This design comes from an exercise in tuning for small area, a short achievable clock period and few clock cycles on the open sky130 flow, not from production work.
Only simulation tests tie the RTL to the original design; equivalence was not proved.

Setup of run D:
## shaper_slice
module shaper_slice (
    input  wire         clk,
    input  wire         rst,           
    input  wire [15:0]  ped_hi,
    input  wire [15:0]  ped_lo,
    input  wire         gr,
    input  wire [2:0]   nsec,
    input  wire [399:0] coef,          
    input  wire         emode,
    input  wire [4:0]   pick_idx,
    input  wire [15:0]  egain,
    input  wire [4:0]   eshift,
    input  wire [15:0]  zs_thr,
    input  wire         zs_trig,
    input  wire [2:0]   m_code,        
    input  wire [1:0]   k,             
    input  wire         s_valid,
    output reg          s_ready,
    input  wire [15:0]  s_word,
    input  wire [6:0]   s_tick,
    input  wire         s_last,
    input  wire [1:0]   s_status,
    input  wire         s_clr,
    input  wire         s_cal,
    input  wire         s_test,
    output reg          r_valid,
    output reg  [31:0]  r_word
);
Size: ~11000 cells after synthesis, about 1400 flip-flops.
Settings: LEC_CHECK=0, CAP_MARGIN=20, CORE_MARGIN=2, CORE_UTILIZATION=40, CTS_CLUSTER_DIAMETER=100, CTS_CLUSTER_SIZE=24, PLACE_DENSITY=0.6, SLEW_MARGIN=20; clock period 25.0 ns.
standard.sh (not shown) runs the stock make flow with config.mk's settings and CLKGATE_MAP_FILE= SYNTH_SCRIPT=/design/flow/synth_recipe.tcl, a recipe that flattens the netlist after the stock synthesis.
==> flow/flow/run.sh <==
#!/bin/bash
# Own layout flow: the standard flow (standard synthesis, floorplan,
# placement, CTS, routing) run step by step, unchanged except that the
# timing repair of the CTS and global-route steps aims at a setup slack of
# SETUP_SLACK_MARGIN ns instead of 0, so the resizer also works on the paths
# that set the achieved period. The clock, the SDC and every constraint stay
# the design's. Each step's make output goes to its own log here; ORFS
# keeps each tool's full log under orfs/logs/.
set -euo pipefail
bash standard.sh synth floorplan place > std_place.log 2>&1
SETUP_SLACK_MARGIN=19.0 bash standard.sh cts > std_cts.log 2>&1
SETUP_SLACK_MARGIN=19.0 bash standard.sh finish > std_finish.log 2>&1
Run D ended with every stage complete and zero timing, DRC or antenna violations.
Testbench counts of run D, summed over its fixed seeds: cycles 183,221.
The following lists how run G was set up differently from run D:
==> flow/flow/run.sh <==
#!/bin/bash
set -euo pipefail
bash standard.sh synth floorplan place > std_place.log 2>&1
SETUP_SLACK_MARGIN=18.5 bash standard.sh cts > std_cts.log 2>&1
bash standard.sh finish > std_finish.log 2>&1
### Flow results
Run G vs run D — number of stages on the worst setup path rose 12.
Run D → run G: H-tree depth barely changed, first-pass GRT wire length dropped 0.80%.
Run G — maximum frequency about 2.5% lower, run D as reference

---

## alpha
Another version of the RTL of shaper_slice (not shown whole).
Size: roughly 11,000 cells after synthesis, about 1,300 flip-flops, about 550 I/O pins.
==> flow/config.mk <==
export PLATFORM = sky130hd
export DESIGN_NAME = shaper_slice
export DESIGN_NICKNAME = shaper_slice
export VERILOG_FILES = /design/flow/design.v
export SDC_FILE = /design/flow/constraint.sdc
export NUM_CORES = 4
export LEC_CHECK = 0
export CAP_MARGIN = 20
export CORE_MARGIN = 2
export CORE_UTILIZATION = 40
export CTS_CLUSTER_DIAMETER = 100
export CTS_CLUSTER_SIZE = 24
export PLACE_DENSITY = 0.6
export SLEW_MARGIN = 20
==> flow/constraint.sdc <==
create_clock -name core_clock -period 25.0 [get_ports {clk}]
set_input_delay 5.0000 -clock core_clock [delete_from_list [all_inputs] [get_ports {clk}]]
set_output_delay 5.0000 -clock core_clock [all_outputs]
set_load 0.01 [all_outputs]
==> flow/flow/run.sh <==
#!/bin/bash
set -euo pipefail
bash standard.sh synth floorplan place > std_place.log 2>&1
SETUP_SLACK_MARGIN=18.5 bash standard.sh cts > std_cts.log 2>&1
bash standard.sh finish > std_finish.log 2>&1
Testbench counts of alpha, summed over its fixed seeds: cycles 183,221.
Inputs modified between alpha and beta:
==> flow/run.sh (new file) <==
#!/bin/bash
# synth_recipe.tcl (not shown) runs the flow's synth.tcl, then flattens the netlist and writes it again
# the make line also repeats each setting of config.mk as NAME=value (left out here)
make -C /OpenROAD-flow-scripts/flow DESIGN_CONFIG=/design/flow/config.mk WORK_HOME=/design/flow/orfs CLKGATE_MAP_FILE= SYNTH_SCRIPT=/design/flow/synth_recipe.tcl finish
removed: flow/flow/run.sh
removed: flow/standard.sh
[summary]
alpha → beta: hold slack shows no meaningful change, worst stage delay on the critical path increased by 70 ps relative to the old numbers, maximum frequency went down. In terms of finished layout cell area, beta and alpha differ only marginally. Status: met3 layer usage reported by global route parity (beta, alpha). [compare] base=alpha new=beta: detailed-routing wirelength on met1 closely matched the old numbers; total length of routed wires closely matched the old numbers.

[port drivers added, routing unchanged]
The flow's constraints put no driver on any port. The routed layouts listed below were extracted and timed again, unchanged, in two steps.
Step 1 (the two cells are an assumption about what drives the block):
set clk [get_ports {clk}]
set_driving_cell -lib_cell sky130_fd_sc_hd__clkbuf_16 $clk
set_driving_cell -lib_cell sky130_fd_sc_hd__buf_2 [delete_from_list [all_inputs] $clk]
Step 2, shift: input delay + t, output delay - t, t = (earliest + latest rising clock arrival at the registers) / 2. This alone moves slack from input paths to output paths.
Slacks: ideal / step 1 / step 2; pairs: ideal / step 1.
| run | t (ns) | slack for setup (ns) | cell pins on the clock port's net |
|---|---|---|---|
| run D | 0.980 | 18.643 / 18.553 / 18.306 | 1 |
| run G | 0.949 | 18.478 / 18.435 / 18.149 | 1 |
| alpha | 0.868 | 18.403 / 18.403 / 18.337 | 1 |
| beta | 0.864 | 17.625 / 17.625 / 17.625 | 1 |
After both steps every run listed still meets setup and hold. For run D, which loses most, drivers alone change the setup slack by -0.090 ns; drivers and shift together by -0.337 ns.
